From an optimization exercise on the open Yosys and OpenROAD flow, aimed at small area and a short achievable clock period; shortcuts taken in it are not production practice.
RTL that was checked went through simulation tests only; none was proved equivalent to the original.

==> inputs of v34 <==
Design lane_fma, start of the top module:
module lane_fma (
    input  wire        clk,
    input  wire        rst,
    input  wire        in_valid,
    input  wire [2:0]  in_op,
    input  wire [1:0]  in_mod,
    input  wire [31:0] in_a,
    input  wire [31:0] in_b,
    input  wire [31:0] in_c,
    output reg         out_valid,
    output reg  [31:0] out_res,
    output reg         out_clamp,
    output reg         out_bad
);
    localparam [2:0] OP_FADD = 3'd0, OP_FSUB = 3'd1, OP_FMUL = 3'd2,
                     OP_FMA  = 3'd3, OP_FMS  = 3'd4, OP_FNMA = 3'd5;
    wire op_add = (in_op == OP_FADD) || (in_op == OP_FSUB);    
    wire op_mul = (in_op == OP_FMUL);                           
    wire        xs = in_a[31] ^ (in_op == OP_FNMA);
    wire [7:0]  xe = in_a[30:23];
    wire [22:0] xf = in_a[22:0];
    wire        ys = op_add ? 1'b0 : in_b[31];
    wire [7:0]  ye = op_add ? 8'd127 : in_b[30:23];
    wire [22:0] yf = op_add ? 23'd0 : in_b[22:0];
    wire        zs = op_add ? (in_b[31] ^ (in_op == OP_FSUB))
                   : op_mul ? 1'b1
                   : (in_c[31] ^ (in_op == OP_FMS));
    wire [7:0]  ze = op_add ? in_b[30:23] : op_mul ? 8'd0 : in_c[30:23];
    wire [22:0] zf = op_add ? in_b[22:0]  : op_mul ? 23'd0 : in_c[22:0];
    wire x_zero = (xe == 8'h00);           
    wire y_zero = (ye == 8'h00);
    wire z_zero = (ze == 8'h00);
    wire x_max  = (xe == 8'hFF);
    wire y_max  = (ye == 8'hFF);
    wire z_max  = (ze == 8'hFF);
    wire x_nan  = x_max && (xf != 23'd0);
    wire y_nan  = y_max && (yf != 23'd0);
    wire z_nan  = z_max && (zf != 23'd0);
    wire x_inf  = x_max && (xf == 23'd0);
    wire y_inf  = y_max && (yf == 23'd0);
    wire z_inf  = z_max && (zf == 23'd0);
    wire p_sign = xs ^ ys;
    wire p_zero = x_zero || y_zero;
    wire p_inf  = x_inf || y_inf;
    wire sp_nan = x_nan || y_nan || z_nan;
    wire sp_hit = sp_nan || p_inf || z_inf || (p_zero && z_zero);
    wire sp_bad = sp_nan || (p_inf && (p_zero || (z_inf && (zs != p_sign))));
  ...
export LEC_CHECK = 0
export CAP_MARGIN = 20
export CORE_MARGIN = 2
export CORE_UTILIZATION = 40
export SLEW_MARGIN = 20
create_clock -name core_clock -period 11.0 [get_ports {clk}]
run.sh (not shown) runs the stock make flow with config.mk's settings and CLKGATE_MAP_FILE= SYNTH_SCRIPT=/design/flow/synth_recipe.tcl, a recipe that flattens the netlist after the stock synthesis.
==> v7: changes against v34 <==
--- a/flow/design.v
+++ b/flow/design.v
@@ -43,21 +43,24 @@
     wire p_zero = x_zero || y_zero;
     wire p_inf  = x_inf || y_inf;
     wire sp_nan = x_nan || y_nan || z_nan;
     wire sp_hit = sp_nan || p_inf || z_inf || (p_zero && z_zero);
     wire sp_bad = sp_nan || (p_inf && (p_zero || (z_inf && (zs != p_sign))));
     wire sp_inf = p_inf || z_inf;
     wire sp_sgn = p_inf ? p_sign : z_inf ? zs : (p_sign & zs);
-    wire [9:0]        exy   = {2'b00, xe} + {2'b00, ye};
-    wire signed [10:0] adist = $signed({3'b000, ze}) - $signed({1'b0, exy}) + 11'sd127;
-    wire              far   = !z_zero && (p_zero || (adist > 11'sd27));
-    wire signed [10:0] sh_n  = 11'sd27 - adist;
+    wire [8:0]        exy_m = {1'b0, xe} + {1'b0, in_b[30:23]};
+    wire signed [10:0] sh_a = $signed({3'b000, xe}) - $signed({3'b000, in_b[30:23]}) + 11'sd27;
+    wire signed [10:0] sh_m = $signed({2'b00, exy_m}) - $signed({3'b000, in_c[30:23]}) - 11'sd100;
+    wire signed [10:0] sh_n = op_add ? sh_a : sh_m;
+    wire              far   = !z_zero && (p_zero || sh_n[10]);
     wire [6:0]        shamt = far ? 7'd0 : (sh_n > 11'sd76) ? 7'd76 : sh_n[6:0];
+    wire signed [10:0] e76_a = $signed({3'b000, xe}) + 11'sd28;
+    wire signed [10:0] e76_m = $signed({2'b00, exy_m}) - 11'sd99;
     wire signed [10:0] e76  = far ? ($signed({3'b000, ze}) + 11'sd1)
-                                  : ($signed({1'b0, exy}) - 11'sd99);
+                                  : (op_add ? e76_a : e76_m);
     reg        r1_valid;
     reg [1:0]  r1_mod;
     reg        r1_sp_hit, r1_sp_bad, r1_sp_inf, r1_sp_sgn;
     reg        r1_psign, r1_esub, r1_fsticky;
     reg [23:0] r1_mx;
     reg [22:0] r1_yf;
     reg [23:0] r1_mz;
@@ -2504,56 +2507,53 @@
         sticky = 1'b0;
         for (k = 0; k < 52; k = k + 1)
             if ({1'b0, r3_lz} < 8'd52 - k[7:0]) sticky = sticky | r3_mag[k];
     end
     wire signed [10:0] epre = r3_e76 - $signed({4'b0000, r3_lz});
     wire        rup  = rbit && (sticky || mant[0]);
     wire        mall = &mant;
-    wire        mcy  = mall && rup;
-    wire [23:0] mrnd = mant + {23'd0, rup};
-    wire signed [10:0] ernd = epre + $signed({10'd0, mcy});
-    reg [31:0] ar_res;
-    reg        ar_clamp;
+    wire        mcy  = mall && rup;                  
+    wire [22:0] frac = mant[22:0] + {22'd0, rup};    
+    wire [7:0]  eout = epre[7:0] + {7'd0, mcy};
+    wire        fnz  = (|mant[22:0]) || rup;         
+    wire e_lt1 = epre < 11'sd1;
+    wire e_eq0 = epre == 11'sd0;
+    wire e_ovf = (epre > 11'sd254) || ((epre == 11'sd254) && mcy);
+    wire e_gt1 = (epre > 11'sd127) || ((epre == 11'sd127) && (mcy || fnz));
+    wire uf     = !r3_zero && e_lt1;                 
+    wire minn   = uf && e_eq0 && mall;               
+    wire ovf    = !r3_zero && !e_lt1 && e_ovf;       
+    wire normal = !r3_zero && !e_lt1 && !e_ovf;
+    reg [31:0] pre_res;
     always @(*) begin
-        ar_clamp = 1'b0;
-        if (r3_zero) begin
-            ar_res = 32'd0;                                  
-        end else if (epre < 11'sd1) begin
-            if (epre == 11'sd0 && mall)
-                ar_res = {r3_sign, 8'h01, 23'd0};
-            else
-                ar_res = {r3_sign, 31'd0};
-        end else if (ernd > 11'sd254) begin
-            ar_res   = {r3_sign, 31'h7F7F_FFFF};
-            ar_clamp = 1'b1;
-        end else begin
-            ar_res = {r3_sign, ernd[7:0], mrnd[22:0]};
-        end
+        if (r3_sp_hit)
+            pre_res = r3_sp_bad ? 32'd0 : {r3_sp_sgn, {8{r3_sp_inf}}, 23'd0};
+        else if (normal)
+            pre_res = {r3_sign, eout, frac};
+        else if (ovf)
+            pre_res = {r3_sign, 31'h7F7F_FFFF};
+        else if (uf)
+            pre_res = {r3_sign, 7'd0, minn, 23'd0};
+        else
+            pre_res = 32'd0;                              
     end
-    wire [31:0] sp_res    = r3_sp_bad ? 32'd0 : {r3_sp_sgn, {8{r3_sp_inf}}, 23'd0};
-    wire [31:0] pre_res   = r3_sp_hit ? sp_res : ar_res;
-    wire        pre_clamp = !r3_sp_hit && ar_clamp;
-    wire        pre_bad   = r3_sp_hit && r3_sp_bad;
-    wire above_one = !pre_res[31] && (pre_res[30:0] > 31'h3F80_0000);
-    wire below_m1  =  pre_res[31] && (pre_res[30:0] > 31'h3F80_0000);
-    wire below_0   =  pre_res[31] && (pre_res[30:0] != 31'd0);
+    wire pre_clamp = !r3_sp_hit && ovf;
+    wire pre_bad   = r3_sp_hit && r3_sp_bad;
+    wire sp_val = r3_sp_inf && !r3_sp_bad;
+    wire sg  = r3_sp_hit ? (r3_sp_sgn && !r3_sp_bad) : (r3_sign && !r3_zero);
+    wire gt1 = r3_sp_hit ? sp_val : (ovf || (normal && e_gt1));
+    wire nz  = r3_sp_hit ? sp_val : (!r3_zero && (!uf || minn));
+    wire m1  = (r3_mod == 2'b01);
+    wire m2  = (r3_mod == 2'b10);
     reg [31:0] lim_res;
     always @(*) begin
-        lim_res = pre_res;
-        case (r3_mod)
-            2'b01: begin
-                if (above_one)     lim_res = 32'h3F80_0000;
-                else if (below_m1) lim_res = 32'hBF80_0000;
-            end
-            2'b10: begin
-                if (above_one)     lim_res = 32'h3F80_0000;
-                else if (below_0)  lim_res = 32'd0;
-            end
-            default: ;
-        endcase
+        if ((m1 || m2) && !sg && gt1) lim_res = 32'h3F80_0000;
+        else if (m1 && sg && gt1)      lim_res = 32'hBF80_0000;
+        else if (m2 && sg && nz)       lim_res = 32'd0;
+        else                           lim_res = pre_res;
     end
     always @(posedge clk) begin
         if (rst) out_valid <= 1'b0;
         else     out_valid <= r3_valid;
         out_res   <= lim_res;
         out_clamp <= pre_clamp;
         out_bad   <= pre_bad;
Settings changed: ABC_AREA set to 1, CORE_UTILIZATION 40 to 55, SETUP_SLACK_MARGIN set to 5.
==> v2: changes against v34 <==
--- a/flow/design.v
+++ b/flow/design.v
@@ -43,21 +43,24 @@
     wire p_zero = x_zero || y_zero;
     wire p_inf  = x_inf || y_inf;
     wire sp_nan = x_nan || y_nan || z_nan;
     wire sp_hit = sp_nan || p_inf || z_inf || (p_zero && z_zero);
     wire sp_bad = sp_nan || (p_inf && (p_zero || (z_inf && (zs != p_sign))));
     wire sp_inf = p_inf || z_inf;
     wire sp_sgn = p_inf ? p_sign : z_inf ? zs : (p_sign & zs);
-    wire [9:0]        exy   = {2'b00, xe} + {2'b00, ye};
-    wire signed [10:0] adist = $signed({3'b000, ze}) - $signed({1'b0, exy}) + 11'sd127;
-    wire              far   = !z_zero && (p_zero || (adist > 11'sd27));
-    wire signed [10:0] sh_n  = 11'sd27 - adist;
+    wire [8:0]        exy_m = {1'b0, xe} + {1'b0, in_b[30:23]};
+    wire signed [10:0] sh_a = $signed({3'b000, xe}) - $signed({3'b000, in_b[30:23]}) + 11'sd27;
+    wire signed [10:0] sh_m = $signed({2'b00, exy_m}) - $signed({3'b000, in_c[30:23]}) - 11'sd100;
+    wire signed [10:0] sh_n = op_add ? sh_a : sh_m;
+    wire              far   = !z_zero && (p_zero || sh_n[10]);
     wire [6:0]        shamt = far ? 7'd0 : (sh_n > 11'sd76) ? 7'd76 : sh_n[6:0];
+    wire signed [10:0] e76_a = $signed({3'b000, xe}) + 11'sd28;
+    wire signed [10:0] e76_m = $signed({2'b00, exy_m}) - 11'sd99;
     wire signed [10:0] e76  = far ? ($signed({3'b000, ze}) + 11'sd1)
-                                  : ($signed({1'b0, exy}) - 11'sd99);
+                                  : (op_add ? e76_a : e76_m);
     reg        r1_valid;
     reg [1:0]  r1_mod;
     reg        r1_sp_hit, r1_sp_bad, r1_sp_inf, r1_sp_sgn;
     reg        r1_psign, r1_esub, r1_fsticky;
     reg [23:0] r1_mx;
     reg [22:0] r1_yf;
     reg [23:0] r1_mz;
@@ -2504,56 +2507,53 @@
         sticky = 1'b0;
         for (k = 0; k < 52; k = k + 1)
             if ({1'b0, r3_lz} < 8'd52 - k[7:0]) sticky = sticky | r3_mag[k];
     end
     wire signed [10:0] epre = r3_e76 - $signed({4'b0000, r3_lz});
     wire        rup  = rbit && (sticky || mant[0]);
     wire        mall = &mant;
-    wire        mcy  = mall && rup;
-    wire [23:0] mrnd = mant + {23'd0, rup};
-    wire signed [10:0] ernd = epre + $signed({10'd0, mcy});
-    reg [31:0] ar_res;
-    reg        ar_clamp;
+    wire        mcy  = mall && rup;                  
+    wire [22:0] frac = mant[22:0] + {22'd0, rup};    
+    wire [7:0]  eout = epre[7:0] + {7'd0, mcy};
+    wire        fnz  = (|mant[22:0]) || rup;         
+    wire e_lt1 = epre < 11'sd1;
+    wire e_eq0 = epre == 11'sd0;
+    wire e_ovf = (epre > 11'sd254) || ((epre == 11'sd254) && mcy);
+    wire e_gt1 = (epre > 11'sd127) || ((epre == 11'sd127) && (mcy || fnz));
+    wire uf     = !r3_zero && e_lt1;                 
+    wire minn   = uf && e_eq0 && mall;               
+    wire ovf    = !r3_zero && !e_lt1 && e_ovf;       
+    wire normal = !r3_zero && !e_lt1 && !e_ovf;
+    reg [31:0] pre_res;
     always @(*) begin
-        ar_clamp = 1'b0;
-        if (r3_zero) begin
-            ar_res = 32'd0;                                  
-        end else if (epre < 11'sd1) begin
-            if (epre == 11'sd0 && mall)
-                ar_res = {r3_sign, 8'h01, 23'd0};
-            else
-                ar_res = {r3_sign, 31'd0};
-        end else if (ernd > 11'sd254) begin
-            ar_res   = {r3_sign, 31'h7F7F_FFFF};
-            ar_clamp = 1'b1;
-        end else begin
-            ar_res = {r3_sign, ernd[7:0], mrnd[22:0]};
-        end
+        if (r3_sp_hit)
+            pre_res = r3_sp_bad ? 32'd0 : {r3_sp_sgn, {8{r3_sp_inf}}, 23'd0};
+        else if (normal)
+            pre_res = {r3_sign, eout, frac};
+        else if (ovf)
+            pre_res = {r3_sign, 31'h7F7F_FFFF};
+        else if (uf)
+            pre_res = {r3_sign, 7'd0, minn, 23'd0};
+        else
+            pre_res = 32'd0;                              
     end
-    wire [31:0] sp_res    = r3_sp_bad ? 32'd0 : {r3_sp_sgn, {8{r3_sp_inf}}, 23'd0};
-    wire [31:0] pre_res   = r3_sp_hit ? sp_res : ar_res;
-    wire        pre_clamp = !r3_sp_hit && ar_clamp;
-    wire        pre_bad   = r3_sp_hit && r3_sp_bad;
-    wire above_one = !pre_res[31] && (pre_res[30:0] > 31'h3F80_0000);
-    wire below_m1  =  pre_res[31] && (pre_res[30:0] > 31'h3F80_0000);
-    wire below_0   =  pre_res[31] && (pre_res[30:0] != 31'd0);
+    wire pre_clamp = !r3_sp_hit && ovf;
+    wire pre_bad   = r3_sp_hit && r3_sp_bad;
+    wire sp_val = r3_sp_inf && !r3_sp_bad;
+    wire sg  = r3_sp_hit ? (r3_sp_sgn && !r3_sp_bad) : (r3_sign && !r3_zero);
+    wire gt1 = r3_sp_hit ? sp_val : (ovf || (normal && e_gt1));
+    wire nz  = r3_sp_hit ? sp_val : (!r3_zero && (!uf || minn));
+    wire m1  = (r3_mod == 2'b01);
+    wire m2  = (r3_mod == 2'b10);
     reg [31:0] lim_res;
     always @(*) begin
-        lim_res = pre_res;
-        case (r3_mod)
-            2'b01: begin
-                if (above_one)     lim_res = 32'h3F80_0000;
-                else if (below_m1) lim_res = 32'hBF80_0000;
-            end
-            2'b10: begin
-                if (above_one)     lim_res = 32'h3F80_0000;
-                else if (below_0)  lim_res = 32'd0;
-            end
-            default: ;
-        endcase
+        if ((m1 || m2) && !sg && gt1) lim_res = 32'h3F80_0000;
+        else if (m1 && sg && gt1)      lim_res = 32'hBF80_0000;
+        else if (m2 && sg && nz)       lim_res = 32'd0;
+        else                           lim_res = pre_res;
     end
     always @(posedge clk) begin
         if (rst) out_valid <= 1'b0;
         else     out_valid <= r3_valid;
         out_res   <= lim_res;
         out_clamp <= pre_clamp;
         out_bad   <= pre_bad;
Settings changed: SETUP_SLACK_MARGIN set to 5.
==> run summary <==
Post-synth top cells nand2_1, inv_1, nor2_1; Slew headroom 20.0%; delay-heaviest family, CP adder cells; CP Class in2reg; outcome timing/DRC/antenna clean; Final Cell Area 46000 um^2; crit path launch type primary input; share of cells above drive strength 1 under 10%; Post-Synth XOR/XNOR Area 9.87%; Worst Skew 0.0398 ns; largest family of logic cells by synthesized area simple AND/OR/NAND/NOR gates; data arrival time of the worst path 6.30 ns; Worst-Margin Slew 1.20 ns
Source of the figures above: v7

==> run summary <==
Worst-Margin Slew 1.17 ns; CP Class reg2reg; share of cells above drive strength 1 about a tenth; outcome timing/DRC/antenna clean; data arrival time of the worst path 8.66 ns; Worst Skew 0.0409 ns; Post-synth top cells dfxtp_1, inv_1, nor2_1
Source of the figures above: v34

==> run summary <==
CP Class in2reg; Worst Skew 0.0302 ns; Slew headroom 28.1%; Post-synth top cells dfxtp_1, inv_1, nand2_1; delay-heaviest family, CP compound AO/OA/AOI/OAI gates; crit path launch type primary input; Final Cell Area 45700 um^2; Worst-Margin Slew 1.06 ns; Post-Synth XOR/XNOR Area 10.6%; met2 Use GR 41.9%; largest family of logic cells by synthesized area adder cells; outcome timing/DRC/antenna clean; share of cells above drive strength 1 a little under a tenth
Source of the figures above: v2

The RTL of v34 was laid out without a check of its function.

[separate check: timing with driven ports]
Ports are ideal in the flow. The routed layouts listed here were re-timed in OpenROAD. Step 1 (the two cells are an assumption about what drives the block):
set clk [get_ports {clk}]
set_driving_cell -lib_cell sky130_fd_sc_hd__clkbuf_16 $clk
set_driving_cell -lib_cell sky130_fd_sc_hd__buf_2 [delete_from_list [all_inputs] $clk]
Step 2 also shifts input and output timing later by t, the mid clock arrival at the registers, as if the neighbouring blocks saw the same clock. a / b / c = ideal / step 1 / step 2; a / b = the first two.
run	t (ns)	setup slack, ns	clock arrival spread, ns
v34	0.663	2.816 / 2.816 / 2.816	0.041 / 0.041
v7	0.650	5.225 / 5.260 / 4.620	0.042 / 0.042
v2	0.674	5.233 / 5.252 / 4.617	0.032 / 0.032
After both steps every run listed still meets setup and hold. The setup slack of v2, which loses most, moves by +0.019 ns with the drivers and by -0.616 ns with both steps.
